This is an optimization exercise on Yosys and OpenROAD, whose aim is small area and a short achievable clock period, not a production implementation. At most, simulation tests tie the RTL to the original design; equivalence was not proved.

==> ember <==
// fmtconv
module fmtconv (
    input  wire        clk,
    input  wire        rst,           
    input  wire        in_valid,
    input  wire [3:0]  src_fmt,
    input  wire [3:0]  dst_fmt,
    input  wire [1:0]  rnd,           
    input  wire        sat,
    input  wire        strict,
    input  wire        flush,
    input  wire [31:0] in_data,
    output reg         out_valid,
    output reg  [31:0] out_data,
    output reg  [6:0]  out_flags,     
    output reg         out_range      
);
==> flow/config.mk <==
export PLATFORM = sky130hd
export DESIGN_NAME = fmtconv
export DESIGN_NICKNAME = fmtconv
export VERILOG_FILES = /design/flow/design.v
export SDC_FILE = /design/flow/constraint.sdc
export NUM_CORES = 4
export LEC_CHECK = 0
export ABC_AREA = 1
export CAP_MARGIN = 20
export CORE_MARGIN = 2
export CORE_UTILIZATION = 30
export CTS_CLUSTER_DIAMETER = 80
export CTS_CLUSTER_SIZE = 20
export SLEW_MARGIN = 20
==> flow/constraint.sdc <==
create_clock -name core_clock -period 18.0 [get_ports {clk}]
set_input_delay 3.6000 -clock core_clock [delete_from_list [all_inputs] [get_ports {clk}]]
set_output_delay 3.6000 -clock core_clock [all_outputs]
set_load 0.01 [all_outputs]
standard.sh (not shown) runs the stock make flow with config.mk's settings and CLKGATE_MAP_FILE= SYNTH_SCRIPT=/design/flow/synth_recipe.tcl, a recipe that flattens the netlist after the stock synthesis.
==> flow/flow/run.sh <==
#!/bin/bash
# The standard layout flow (standard.sh), with the input and output ports
# buffered by buf_2 cells instead of the delay buffers that buffer_ports
# picks by default. standard.sh's full output goes to standard.log.
export BUFFER_PORTS_ARGS="-buffer_cell sky130_fd_sc_hd__buf_2"
bash standard.sh > standard.log 2>&1
==> inputs of delta, as changes to ember <==
--- a/flow/design.v
+++ b/flow/design.v
@@ -79,15 +79,15 @@
     output reg               is_snan,
     output reg               flushed,
     output wire              is_int,
     output reg  [31:0]       m_raw,
     output wire [4:0]        lz,       
     output wire signed [9:0] ash,      
     output wire signed [9:0] eb0,      
-    output wire              ecz       
+    output wire              sub       
 );
     assign is_int = sint;
     wire [31:0] ix = ({32{soh[7]}} & d)
                    | ({32{soh[8]}} & {{24{d[7]}}, d[7:0]})
                    | ({32{soh[9]}} & {24'd0, d[7:0]})
                    | ({32{soh[10]}} & {{28{d[3]}}, d[3:0]})
                    | ({32{soh[11]}} & {28'd0, d[3:0]});
@@ -108,15 +108,14 @@
                    | ({23{soh[3]}} & {d[2:0], 20'd0})
                    | ({23{soh[4] | soh[5]}} & {d[1:0], 21'd0})
                    | ({23{soh[6]}} & {d[0], 22'd0});
     wire        eco = (soh[0] & (&d[30:23])) | (soh[1] & (&d[14:10]))
                     | (soh[2] & (&d[14:7])) | (soh[4] & (&d[6:2]));
     wire        flushable = soh[0] | soh[1] | soh[2];
     wire        ecz_f = (ec == 8'd0);
-    assign ecz = ecz_f;
     wire        fnz = (fm != 23'd0);
     wire        fq  = fm[22];
     wire f8a_nan = soh[3] && (d[7:0] == 8'h80);
     wire do_flush = flushable && flush_eff && ecz_f && fnz;
     wire izero = (ix == 32'd0);
     always @(*) begin
         if (is_int) begin
@@ -148,14 +147,15 @@
             default: begin bd = 10'sd0;   kb = 10'sd31;   end
         endcase
     end
     wire signed [9:0] t1 = bd - bs;
     wire signed [9:0] t2 = kb + bs;
     wire [7:0] ecx = is_int ? 8'd0 : (ec | {7'd0, ecz_f});
     assign eb0 = $signed({2'b00, ecx}) + t1;
+    assign sub = (dst < 4'h7) & (eb0[9] | (eb0 == 10'sd0) | (ecz_f & ~is_int & (bd == bs)));
     assign ash = t2 - $signed({2'b00, ecx});
     fc_lzc u_lzc (.x(is_int ? ixc : {~ecz_f, fm, 8'd0}), .lz(lz));
 endmodule
 module fc_round_pack (
     input  wire [11:0]       doh,      
     input  wire [1:0]        rnd,
     input  wire              sat,
@@ -390,19 +390,19 @@
         r_data   <= in_data;
     end
     wire        d_sign, d_zero, d_inf, d_nan, d_snan, d_flushed, d_int;
     wire [31:0] d_m;
     wire [4:0]  d_lz;
     wire signed [9:0] d_ash;
     wire signed [9:0] d_eb0;
-    wire        d_ecz;
+    wire        d_sub;
     fc_decode u_dec (
         .soh(r_soh), .ineg(r_ineg), .sint(r_sint), .dst(r_dst), .d(r_data), .flush_eff(r_flush | ~r_strict),
         .sign(d_sign), .is_zero(d_zero), .is_inf(d_inf), .is_nan(d_nan), .is_snan(d_snan),
-        .flushed(d_flushed), .is_int(d_int), .m_raw(d_m), .lz(d_lz), .ash(d_ash), .eb0(d_eb0), .ecz(d_ecz));
+        .flushed(d_flushed), .is_int(d_int), .m_raw(d_m), .lz(d_lz), .ash(d_ash), .eb0(d_eb0), .sub(d_sub));
     wire [5:0] r_kn = (r_dst == 4'h0) ? 6'd31 :
                       (r_dst == 4'h1) ? 6'd44 :
                       (r_dst == 4'h2) ? 6'd47 :
                       (r_dst == 4'h3) ? 6'd51 :
                       (r_dst == 4'h4 || r_dst == 4'h5) ? 6'd52 : 6'd53;
     reg        s1_valid, s1_bad, s1_tint;
     reg [5:0]  s1_kn;
@@ -410,15 +410,15 @@
     reg [1:0]  s1_rnd;
     reg        s1_sat, s1_strict, s1_flush;
     reg        s1_sign, s1_zero, s1_inf, s1_nan, s1_snan, s1_flushed, s1_int;
     reg [31:0] s1_m;
     reg [4:0]  s1_lz;
     reg signed [9:0] s1_ash;
     reg signed [9:0] s1_eb0;
-    reg        s1_ecz;
+    reg        s1_sub;
     always @(posedge clk) begin
         if (rst) s1_valid <= 1'b0;
         else     s1_valid <= r_valid;
         s1_bad     <= r_bad;
         s1_kn      <= r_kn;
         s1_tint    <= (r_dst >= 4'h7);
         s1_dst     <= r_dst;
@@ -433,18 +433,17 @@
         s1_snan    <= d_snan;
         s1_flushed <= d_flushed;
         s1_int     <= d_int;
         s1_m       <= d_m;
         s1_lz      <= d_lz;
         s1_ash     <= d_ash;
         s1_eb0     <= d_eb0;
-        s1_ecz     <= d_ecz;
+        s1_sub     <= d_sub;
     end
     wire s1_int_dst = s1_tint;
-    wire s1_sub = ~s1_int_dst & ((s1_eb0 < 10'sd1) | ((s1_eb0 == 10'sd1) & s1_ecz));
     wire signed [9:0] s1_ebl = s1_eb0 - $signed({5'd0, s1_lz});
     wire [7:0] s1_emaxb = (s1_dst == 4'h0 || s1_dst == 4'h2) ? 8'd254 :
                           (s1_dst == 4'h1 || s1_dst == 4'h4) ? 8'd30 :
                           (s1_dst == 4'h3) ? 8'd15 :
                           (s1_dst == 4'h5) ? 8'd7 : 8'd3;
     wire [31:0] a_q;
     wire        a_g, a_g2, a_st2, a_huge;
==> flow/config.mk (replaced) <==
export PLATFORM = sky130hd
export DESIGN_NAME = fmtconv
export DESIGN_NICKNAME = fmtconv
export VERILOG_FILES = /design/flow/design.v
export SDC_FILE = /design/flow/constraint.sdc
export NUM_CORES = 4
export LEC_CHECK = 0
export CAP_MARGIN = 20
export CORE_MARGIN = 2
export CORE_UTILIZATION = 30
export SLEW_MARGIN = 20
==> inputs of zinc, as changes to ember <==
==> flow/config.mk (replaced) <==
export PLATFORM = sky130hd
export DESIGN_NAME = fmtconv
export DESIGN_NICKNAME = fmtconv
export VERILOG_FILES = /design/flow/design.v
export SDC_FILE = /design/flow/constraint.sdc
export NUM_CORES = 4
export LEC_CHECK = 0
export CAP_MARGIN = 20
export CORE_MARGIN = 2
export CORE_UTILIZATION = 30
export SLEW_MARGIN = 20
==> inputs of lagoon, as changes to ember <==
==> flow/config.mk (replaced) <==
export PLATFORM = sky130hd
export DESIGN_NAME = fmtconv
export DESIGN_NICKNAME = fmtconv
export VERILOG_FILES = /design/flow/design.v
export SDC_FILE = /design/flow/constraint.sdc
export NUM_CORES = 4
export LEC_CHECK = 0
export ABC_AREA = 1
export CAP_MARGIN = 20
export CORE_MARGIN = 2
export CORE_UTILIZATION = 30
export CTS_CLUSTER_DIAMETER = 100
export CTS_CLUSTER_SIZE = 25
export SLEW_MARGIN = 20
==> flow_metrics.tcl <==
set metrics [dict create \
    ir_worst_vdd_uv 70.6 \
    status "finished clean" \
    antenna_found_initial 1 \
    netlist-cell-type-count 119 \
    power.density_nw_per_um2 124 \
    clock_power_share 0.229 \
    syn_inst 2446 \
]
# the run above: delta

==> flow_metrics.tcl <==
set metrics [dict create \
    syn_inst 2769 \
    synth-simple-area-share 0.370 \
    status "finished clean" \
    ir_worst_vdd_uv 78.7 \
    final_common_cell "nand2_1" \
    power.density_nw_per_um2 130 \
    drc_errors 0 \
    antenna_found_initial 2 \
    fin_cells 3577 \
    multi_input_area_share 0.562 \
]
# the run above: lagoon

==> flow_metrics.tcl <==
set metrics [dict create \
    endpoint "out_flags[2]" \
    power.density_nw_per_um2 131 \
    ir_worst_vdd_uv 73.1 \
    netlist-cell-type-count 69 \
    grt_pass1_vias 17300 \
    status "finished clean" \
    syn_inst 2769 \
    antenna_found_initial 1 \
]
# the run above: ember

==> flow_metrics.tcl <==
set metrics [dict create \
    antenna_found_initial 0 \
    clock_power_share 0.244 \
    rows 88 \
    netlist-cell-type-count 96 \
    power.density_nw_per_um2 132 \
    slew_viol_final 0 \
    final_common_cell "nand2_1" \
    ir_worst_vdd_uv 82.6 \
    status "finished clean" \
    clkCellAreaFrac 0.0531 \
    syn_inst 2285 \
]
# the run above: zinc

Only the layout flow was run in delta; the RTL was not checked for function there.

==> re-timing with driven ports <==
Ports are ideal in the flow. The routed layouts listed here were re-timed in OpenROAD. Step 1 assumes that a clkbuf_16 drives the clock port and a buf_2 every other input. Step 2, shift: input delay + t, output delay - t, t = (earliest + latest rising clock arrival at the registers) / 2. This alone moves slack from input paths to output paths. a / b / c = ideal / step 1 / step 2; a / b = the first two.
| run | shift t [ns] | slack for setup (ns) | cell pins on the clock port's net |
|---|---|---|---|
| ember | 0.603 | 13.427 / 13.372 / 13.724 | 1 |
| delta | 0.591 | 12.796 / 12.796 / 12.796 | 1 |
| zinc | 0.621 | 12.962 / 12.962 / 12.962 | 1 |
| lagoon | 0.603 | 13.413 / 13.361 / 13.724 | 1 |
After both steps every run listed still meets setup and hold.
